From an optimization exercise on the open Yosys and OpenROAD flow, aimed at small area, a short achievable clock period and few clock cycles; shortcuts taken in it are not production practice. Function was checked by simulation only, so behaviour that the tests miss may differ from the original.

==> flow/config.mk <==
export PLATFORM = sky130hd
export DESIGN_NAME = rs_parity_enc
export DESIGN_NICKNAME = rs_parity_enc
export VERILOG_FILES = /design/flow/design.v
export SDC_FILE = /design/flow/constraint.sdc
export NUM_CORES = 4
export LEC_CHECK = 0
export CAP_MARGIN = 20
export CORE_MARGIN = 2
export CORE_UTILIZATION = 30
export SLEW_MARGIN = 20
==> flow/constraint.sdc <==
create_clock -name core_clock -period 7.0 [get_ports {clk}]
set_input_delay 1.4000 -clock core_clock [delete_from_list [all_inputs] [get_ports {clk}]]
set_output_delay 1.4000 -clock core_clock [all_outputs]
set_load 0.01 [all_outputs]
==> flow/design.v <==
module gf_inv6 (
  input  wire [5:0] x,
  output reg  [7:0] y
);
  always @(*) begin
    case (x)
      6'd1: y = 8'h01;
      6'd2: y = 8'h8E;
      6'd3: y = 8'hF4;
      6'd4: y = 8'h47;
      6'd5: y = 8'hA7;
      6'd6: y = 8'h7A;
      6'd7: y = 8'hBA;
      6'd8: y = 8'hAD;
      6'd9: y = 8'h9D;
      6'd10: y = 8'hDD;
      6'd11: y = 8'h98;
      6'd12: y = 8'h3D;
      6'd13: y = 8'hAA;
      6'd14: y = 8'h5D;
      6'd15: y = 8'h96;
      6'd16: y = 8'hD8;
      6'd17: y = 8'h72;
      6'd18: y = 8'hC0;
      6'd19: y = 8'h58;
      6'd20: y = 8'hE0;
      6'd21: y = 8'h3E;
      6'd22: y = 8'h4C;
      6'd23: y = 8'h66;
      6'd24: y = 8'h90;
      6'd25: y = 8'hDE;
      6'd26: y = 8'h55;
      6'd27: y = 8'h80;
      6'd28: y = 8'hA0;
      6'd29: y = 8'h83;
      6'd30: y = 8'h4B;
      6'd31: y = 8'h2A;
      6'd32: y = 8'h6C;
      6'd33: y = 8'hED;
      6'd34: y = 8'h39;
      6'd35: y = 8'h51;
      6'd36: y = 8'h60;
      6'd37: y = 8'h56;
      6'd38: y = 8'h2C;
      6'd39: y = 8'h8A;
      6'd40: y = 8'h70;
      6'd41: y = 8'hD0;
      6'd42: y = 8'h1F;
      6'd43: y = 8'h4A;
      6'd44: y = 8'h26;
      6'd45: y = 8'h8B;
      6'd46: y = 8'h33;
      6'd47: y = 8'h6E;
      6'd48: y = 8'h48;
      6'd49: y = 8'h89;
      6'd50: y = 8'h6F;
      6'd51: y = 8'h2E;
      6'd52: y = 8'hA4;
      6'd53: y = 8'hC3;
      6'd54: y = 8'h40;
      6'd55: y = 8'h5E;
      6'd56: y = 8'h50;
      6'd57: y = 8'h22;
      6'd58: y = 8'hCF;
      6'd59: y = 8'hA9;
      6'd60: y = 8'hAB;
      6'd61: y = 8'h0C;
      6'd62: y = 8'h15;
      6'd63: y = 8'hE1;
      default: y = 8'h00;
    endcase
  end
endmodule
module gf_xmul (
  input  wire [7:0]  b,
  output wire [63:0] bx
);
  assign bx[7:0] = b;
  genvar n;
  generate
    for (n = 1; n < 8; n = n + 1) begin : g_shift
      assign bx[8*n +: 8] = {bx[8*n-2 -: 7], 1'b0} ^ (bx[8*n-1] ? 8'h1D : 8'h00);
    end
  endgenerate
endmodule
module gf_mul_x (
  input  wire [7:0]  a,
  input  wire [63:0] bx,
  output wire [7:0]  p
);
  assign p = (a[0] ? bx[ 7: 0] : 8'h00) ^ (a[1] ? bx[15: 8] : 8'h00)
           ^ (a[2] ? bx[23:16] : 8'h00) ^ (a[3] ? bx[31:24] : 8'h00)
           ^ (a[4] ? bx[39:32] : 8'h00) ^ (a[5] ? bx[47:40] : 8'h00)
           ^ (a[6] ? bx[55:48] : 8'h00) ^ (a[7] ? bx[63:56] : 8'h00);
endmodule
module rs_parity_enc (
  input  wire        clk,
  input  wire        rst,        
  input  wire [5:0]  cfg_k,      
  input  wire [4:0]  cfg_m,      
  input  wire        in_valid,
  output wire        in_ready,
  input  wire [15:0] in_data,
  output wire        out_valid,
  input  wire        out_ready,
  output wire [15:0] out_data,
  output wire        out_last
);
  localparam LANES = 4;
  localparam SLOTS = 4;
  localparam ROWS  = LANES * SLOTS;
  localparam PW    = 2;          
  localparam LW    = 2;          
  reg         rdy_q;             
  reg  [4:0]  jn;                
  wire        take     = in_valid && rdy_q;
  wire        first_in = (jn == 5'd0);
  reg  [5:0]  g_k;
  reg  [2:0]  g_np;              
  reg  [LW-1:0] g_ll;            
  reg  [PW-1:0] g_base;          
  wire [5:0]  k_in  = first_in ? cfg_k : g_k;
  wire        last_in = ({1'b0, jn} == k_in - 6'd1);
  reg         ir_v;
  reg  [15:0] ir_d;
  reg  [4:0]  ir_j;
  reg         ir_first, ir_last;
  reg  [PW-1:0] ir_p;            
  reg  [PW-1:0] wr_ptr;          
  reg  [PW:0]   used;            
  wire        alloc     = ir_first && (ir_p == {PW{1'b0}});
  wire        alloc_ok  = ({1'b0, used} + {1'b0, g_np}) <= SLOTS;
  wire        issue     = ir_v && (g_np != 3'd0) && (!alloc || alloc_ok);
  wire        last_pass = ({1'b0, ir_p} == g_np - 3'd1);
  wire        ir_done   = ir_v && ((g_np == 3'd0) || (issue && last_pass));
  wire [PW-1:0] base    = alloc ? wr_ptr : g_base;
  wire [PW-1:0] op_slot = base + ir_p;
  reg         c_v;
  reg  [15:0] c_d;
  reg  [7:0]  c_coef [0:LANES-1];
  reg  [PW-1:0] c_slot;
  reg         c_first, c_lastw, c_slast;
  reg  [LW-1:0] c_ll;
  wire [7:0]  coef [0:LANES-1];
  genvar l;
  generate
    for (l = 0; l < LANES; l = l + 1) begin : g_coef
      wire [5:0] row_k = g_k + {ir_p, 2'b00} + l;    
      gf_inv6 u_inv (.x(row_k ^ {1'b0, ir_j}), .y(coef[l]));
    end
  endgenerate
  reg  [15:0] acc [0:ROWS-1];
  reg         s_rdy  [0:SLOTS-1];    
  reg         s_last [0:SLOTS-1];    
  reg  [LW-1:0] s_ll [0:SLOTS-1];    
  wire [63:0] dx_lo, dx_hi;
  gf_xmul u_xlo (.b(c_d[7:0]),  .bx(dx_lo));
  gf_xmul u_xhi (.b(c_d[15:8]), .bx(dx_hi));
  wire [15:0] upd [0:LANES-1];
  generate
    for (l = 0; l < LANES; l = l + 1) begin : g_mac
      wire [15:0] prod;
      gf_mul_x u_lo (.a(c_coef[l]), .bx(dx_lo), .p(prod[7:0]));
      gf_mul_x u_hi (.a(c_coef[l]), .bx(dx_hi), .p(prod[15:8]));
      wire [15:0] old = acc[c_slot * LANES + l];
      assign upd[l] = (c_first ? 16'h0000 : old) ^ prod;
    end
  endgenerate
  reg         ov, ol;
  reg  [15:0] od;
  reg  [PW-1:0] rd_slot;
  reg  [LW-1:0] rd_lane;
  wire        out_go   = s_rdy[rd_slot] && (!ov || out_ready);
  wire        rd_end   = (rd_lane == s_ll[rd_slot]);
  wire        freed    = out_go && rd_end;
  assign in_ready  = rdy_q;
  assign out_valid = ov;
  assign out_data  = od;
  assign out_last  = ol;
  wire        ir_v_n     = take || (ir_v && !ir_done);
  wire        ir_first_n = take ? first_in : ir_first;
  wire [PW-1:0] ir_p_n   = take ? {PW{1'b0}} : (issue ? (last_pass ? {PW{1'b0}} : ir_p + 1'b1) : ir_p);
  wire [2:0]  g_np_n     = (take && first_in) ? ((cfg_m + 5'd3) >> 2) : g_np;
  wire [PW:0] used_n     = used + ((issue && alloc) ? g_np : 3'd0) - (freed ? 3'd1 : 3'd0);
  wire        alloc_n    = ir_first_n && (ir_p_n == {PW{1'b0}});
  wire        issue_n    = ir_v_n && (g_np_n != 3'd0) &&
                           (!alloc_n || (({1'b0, used_n} + {1'b0, g_np_n}) <= SLOTS));
  wire        last_pass_n = ({1'b0, ir_p_n} == g_np_n - 3'd1);
  wire        rdy_n      = !ir_v_n || (g_np_n == 3'd0) || (issue_n && last_pass_n);
  integer s, q;
  always @(posedge clk) begin
    if (take) begin
      ir_d     <= in_data;
      ir_j     <= jn;
      ir_first <= first_in;
      ir_last  <= last_in;
      if (first_in) begin
        g_k  <= cfg_k;
        g_np <= (cfg_m + 5'd3) >> 2;
        g_ll <= cfg_m[1:0] - 2'd1;
      end
    end
    if (issue) begin
      c_d     <= ir_d;
      for (q = 0; q < LANES; q = q + 1)
        c_coef[q] <= coef[q];
      c_slot  <= op_slot;
      c_first <= ir_first;
      c_lastw <= ir_last;
      c_slast <= last_pass;
      c_ll    <= last_pass ? g_ll : {LW{1'b1}};
      if (alloc)
        g_base <= wr_ptr;
    end
    if (c_v) begin
      for (q = 0; q < LANES; q = q + 1)
        acc[c_slot * LANES + q] <= upd[q];
      if (c_lastw) begin
        s_last[c_slot] <= c_slast;
        s_ll[c_slot]   <= c_ll;
      end
    end
    if (out_go) begin
      od <= acc[{rd_slot, rd_lane}];
      ol <= s_last[rd_slot] && rd_end;
    end
    if (rst) begin
      rdy_q   <= 1'b1;
      jn      <= 5'd0;
      ir_v    <= 1'b0;
      ir_p    <= {PW{1'b0}};
      c_v     <= 1'b0;
      wr_ptr  <= {PW{1'b0}};
      used    <= {(PW+1){1'b0}};
      rd_slot <= {PW{1'b0}};
      rd_lane <= {LW{1'b0}};
      ov      <= 1'b0;
      for (s = 0; s < SLOTS; s = s + 1)
        s_rdy[s] <= 1'b0;
    end else begin
      rdy_q <= rdy_n;
      if (take)
        jn <= last_in ? 5'd0 : jn + 5'd1;
      ir_v <= ir_v_n;
      ir_p <= ir_p_n;
      c_v  <= issue;
      if (issue && alloc)
        wr_ptr <= wr_ptr + g_np[PW-1:0];
      used <= used_n;
      for (s = 0; s < SLOTS; s = s + 1) begin
        if (c_v && c_lastw && c_slot == s)
          s_rdy[s] <= 1'b1;
        else if (freed && rd_slot == s)
          s_rdy[s] <= 1'b0;
      end
      if (out_go) begin
        ov <= 1'b1;
        if (rd_end) begin
          rd_lane <= {LW{1'b0}};
          rd_slot <= rd_slot + 1'b1;
        end else begin
          rd_lane <= rd_lane + 1'b1;
        end
      end else if (out_ready) begin
        ov <= 1'b0;
      end
    end
  end
endmodule
==> flow/run.sh <==
#!/bin/bash
# synth_recipe.tcl (not shown) runs the flow's synth.tcl, then flattens the netlist and writes it again
# the make line also repeats each setting of config.mk as NAME=value (left out here)
make -C /OpenROAD-flow-scripts/flow DESIGN_CONFIG=/design/flow/config.mk WORK_HOME=/design/flow/orfs CLKGATE_MAP_FILE= SYNTH_SCRIPT=/design/flow/synth_recipe.tcl finish
==> notes.md <==
## layout by cell type, fill, tap and decap left out, types with 48 or more instances in the layout
cell type / Yosys / final
buf_4: 3 / 77
nor2_1: 120 / 119
edfxtp_1: 375 / 375
inv_1: 54 / 53
xor2_1: 120 / 117
clkdlybuf4s50_1: 0 / 49
clkbuf_16: 0 / 48
a21oi_1: 80 / 80
nand2_1: 537 / 537
nand2b_1: 63 / 63
ha_1: 67 / 67
o211ai_1: 49 / 49
mux4_2: 151 / 151
o21ai_0: 89 / 89
xnor2_1: 425 / 421
## routing by layer
metal,vias to the layer above,track usage,part of all wire
met2,937,0.273,0.47
li1,10000,-,-
met3,158,0.0270,0.077
met4,0,0.0507,0.029
met1,10800,0.231,0.42
met5,-,0,0
## registers in the layout, indices dropped and copies added (netlist names), 4 cells and up, named ones only
| name | cells |
|---|---|
| s_rdy | 4 |
| jn | 5 |
| ir_d | 16 |
| acc | 256 |
| s_last | 4 |
| c_coef | 32 |
| s_ll | 8 |
| c_d | 16 |
| ir_j | 5 |
| od | 16 |
| g_k | 6 |
## Yosys cell counts (8+ instances only)
cell type,number,area [um2]
nor2_1,120,450
ha_1,67,838
a211oi_1,32,240
a31oi_1,11,68.8
dfxtp_1,29,581
inv_1,54,203
nand2_1,537,2020
buf_1,27,101
o221ai_1,25,219
xnor3_1,23,518
nand2b_1,63,394
xnor2_1,425,3720
a22oi_1,14,105
o22ai_1,34,213
nor3_1,24,120
mux2i_1,47,470
xor2_1,120,1050
nor3b_1,10,75.1
a21oi_1,80,400
clkbuf_1,165,619
a211o_1,8,70.1
o21ai_0,89,445
mux2_2,12,135
o211ai_1,49,368
mux4_2,151,3400
a311oi_1,8,70.1
xor3_1,9,214
nor2b_1,28,175
buf_2,46,230
nand3_1,46,230
a21o_1,9,67.6
edfxtp_1,375,11300
## worst reg2reg max path: stages (launching register included)
cell,delay (ns)
edfxtp_1,0.52
ha_1,0.22
inv_1,0.05
fa_1,0.48
nand2b_1,0.06
a221o_1,0.38
nor3_1,0.44
nand2_1,0.12
ha_1,0.28
inv_1,0.05
ha_1,0.13
inv_1,0.05
fa_1,0.42
xor2_1,0.16
xnor2_1,0.18
xnor2_1,0.16
ha_1,0.28
xor2_1,0.15
o21ai_0,0.07
a22o_1,0.16
nand2_1,0.05
mux2_2,0.25
o311ai_1,0.25
## worst min-delay path by stage
stage / from / to / slack (ns) / depth (start not counted)
floorplan: ir_d[0]$_DFFE_PP_ / c_d[0]$_DFFE_PN_ / 0.40 / 0
global placement: ir_d[13]$_DFFE_PP_ / c_d[13]$_DFFE_PN_ / 0.40 / 0
detailed placement: ir_d[12]$_DFFE_PP_ / c_d[12]$_DFFE_PN_ / 0.41 / 0
CTS: ir_d[9]$_DFFE_PP_ / c_d[9]$_DFFE_PN_ / 0.42 / 0
global route: ir_d[13]$_DFFE_PP_ / c_d[13]$_DFFE_PN_ / 0.42 / 0
finish: ir_d[12]$_DFFE_PP_ / c_d[12]$_DFFE_PN_ / 0.41 / 0
## cells by family after synthesis
group / count (synthesis)
AND/OR/NAND/NOR: 865
XOR/XNOR: 588
buffers and inverters: 301
multiplexers: 211
adder cells (fa/ha/maj): 72
flip-flops: 404
AO/OA/AOI/OAI: 422
## final cells by class
class	instances	area, um2	area share
Inverter	60	225	0.00669
Clock inverter	25	275	0.00818
Tap cell	1298	1620	0.0483
Sequential cell	404	11800	0.352
Clock buffer	60	1250	0.0370
Timing Repair Buffer	129	1140	0.0340
Multi-Input combinational cell	2158	17300	0.514
==> results.json <==
{
  "cap_viol_max_count": 0,
  "tightest_slew_ns": 1.20,
  "fmax_mhz": 201,
  "drc": 0,
  "outcome": "finished clean",
  "cp_num_cells": 22,
  "firstDrtPassIters": 6,
  "portBuffers": 49,
  "grt_pass1_wl_um": 135000,
  "synth_edf_count": 375,
  "synth_nets": 2965,
  "antenna_found_initial": 0,
  "r2r_start": "g_np[0]$_DFFE_PP_",
  "drt-initial-drc-count": 2614,
  "final_cells": 4134,
  "detailed_place_hpwl_um": 56700,
  "path_buf_inv": 3,
  "clkSlewWorstSetupHoldPaths_ns": 0.06,
  "place_congestion": 0.860,
  "synthMuxAreaShare": 0.133,
  "synthSimpleGateAreaFrac": 0.124,
  "crit_type": "register to register",
  "synth_top_family_by_area": "XOR/XNOR gates",
  "cts_resized": 0,
  "cts_post_setup_buffers_inserted": 0,
  "crit_chain": "ha_1, inv_1, fa_1, nand2b_1, a221o_1, nor3_1, nand2_1, ha_1, inv_1, ha_1, inv_1, fa_1, xor2_1, xnor2_1, xnor2_1, ha_1, xor2_1, o21ai_0, a22o_1, nand2_1, mux2_2, o311ai_1",
  "via_per_inst": 5.30,
  "crit_fanout": 7,
  "async_flop_share": 0,
  "core_area_mm2": 0.100,
  "setup_slack_ns": 2.02,
  "synth_seq_area_share": 0.392,
  "routed_wl_um": 87300,
  "grt_pass1_vias": 21400,
  "synth_cell_types": 77,
  "synth_compound_area_frac": 0.0928,
  "synth_fa_ha_area_frac": 0.0307,
  "clockBufferDepth": 3,
  "gr-total-overflow": 0,
  "placedCellCount": 4046,
  "yosys.area_share.xor_xnor": 0.188,
  "min_period_over_period": 0.712,
  "drive_gt1_frac": 0.125,
  "wl_per_cell_um": 21.1,
  "post_dp_cell_area_mm2": 0.0320,
  "vias": 21900,
  "die_w_um": 321,
  "whs_ns": 0.414,
  "reg2reg_depth": 22,
  "ys_warn_count": 6,
  "path_delay_family": "adder cells",
  "crit_path_frequent_cell": "ha_1",
  "slew_headroom": 0.199,
  "n_fill_cell": 9890,
  "clk_latency_ns": 0.61,
  "startpoint_type": "register",
  "num_io_pins": 50,
  "cts_buffers": 47,
  "grtUsageTotal": 0.168,
  "place_ws_ns": 1.47,
  "initial_utilization": 0.302,
  "ys_ff_latch": 404,
  "max_stage_delay_ns": 0.52,
  "synthCells": 2863,
  "cts_tree": "yes",
  "hold_path.class": "register to register",
  "slowest_stage": "edfxtp_1",
  "htree_num_levels": 2,
  "cp.required_ns": 7.51,
  "utilization": 0.337,
  "worst_clock_skew_ns": 0.0316,
  "fin_tns_setup_ns": 0,
  "clockRootBuffer": "clkbuf_16",
  "finalHoldViolCount": 0,
  "fin_nets": 2902,
  "rrSetupSlack_ns": 2.02,
  "end_kind": "register",
  "num_antenna_cells": 0,
  "rsz0062_at_grt": "no",
  "dieHeight_um": 321,
  "grt_max_degree": 67,
  "r2r_end": "rdy_q$_SDFF_PP1_",
  "cts_hold_buf": 0,
  "setup_viol": 0,
  "ant_nets": 0,
  "period_needed_ns": 4.98,
  "area_delta_synth_final_pct": 11.3,
  "drv_slew": 0,
  "syn_area_mm2": 0.0302,
  "worstPathArrival_ns": 5.49,
  "die_area_mm2": 0.103,
  "cp-endpoint": "rdy_q$_SDFF_PP1_",
  "syn_avg_cell_area_um2": 10.6,
  "synth_flop_cell": "edfxtp_1",
  "design_area_mm2": 0.0337,
  "cts_sinks": 404,
  "crit_start": "g_np[0]$_DFFE_PP_",
  "num_rows": 116
}
Testbench counts, summed over its fixed seeds: cycles 88,264.

-- static timing again, ports no longer ideal --
No port has a modelled driver above. Below, the same layout with a new extraction and two added sets of constraints.
Step 1 sets driving cells, clkbuf_16 on the clock port and buf_2 on the other inputs (assumed; they add their load-dependent delay and slew).
Step 2 times the ports against the registers' clock, not the clock port: input delays grow and output delays shrink by t, the midpoint of the rising clock arrivals with the driver on.
Slacks: ideal / step 1 / step 2; pairs: ideal / step 1.
shift t [ns]: 0.667
setup WS [ns]: 2.016 / 2.016 / 1.461
worst setup path at the end: input to register
latest minus earliest clock arrival (ns): 0.033 / 0.033
worst slew at a driven data input, ns: 0.09
After both steps this run still meets setup and hold. The setup slack of this run moves by 0.000 ns with the drivers and by -0.555 ns with both steps.
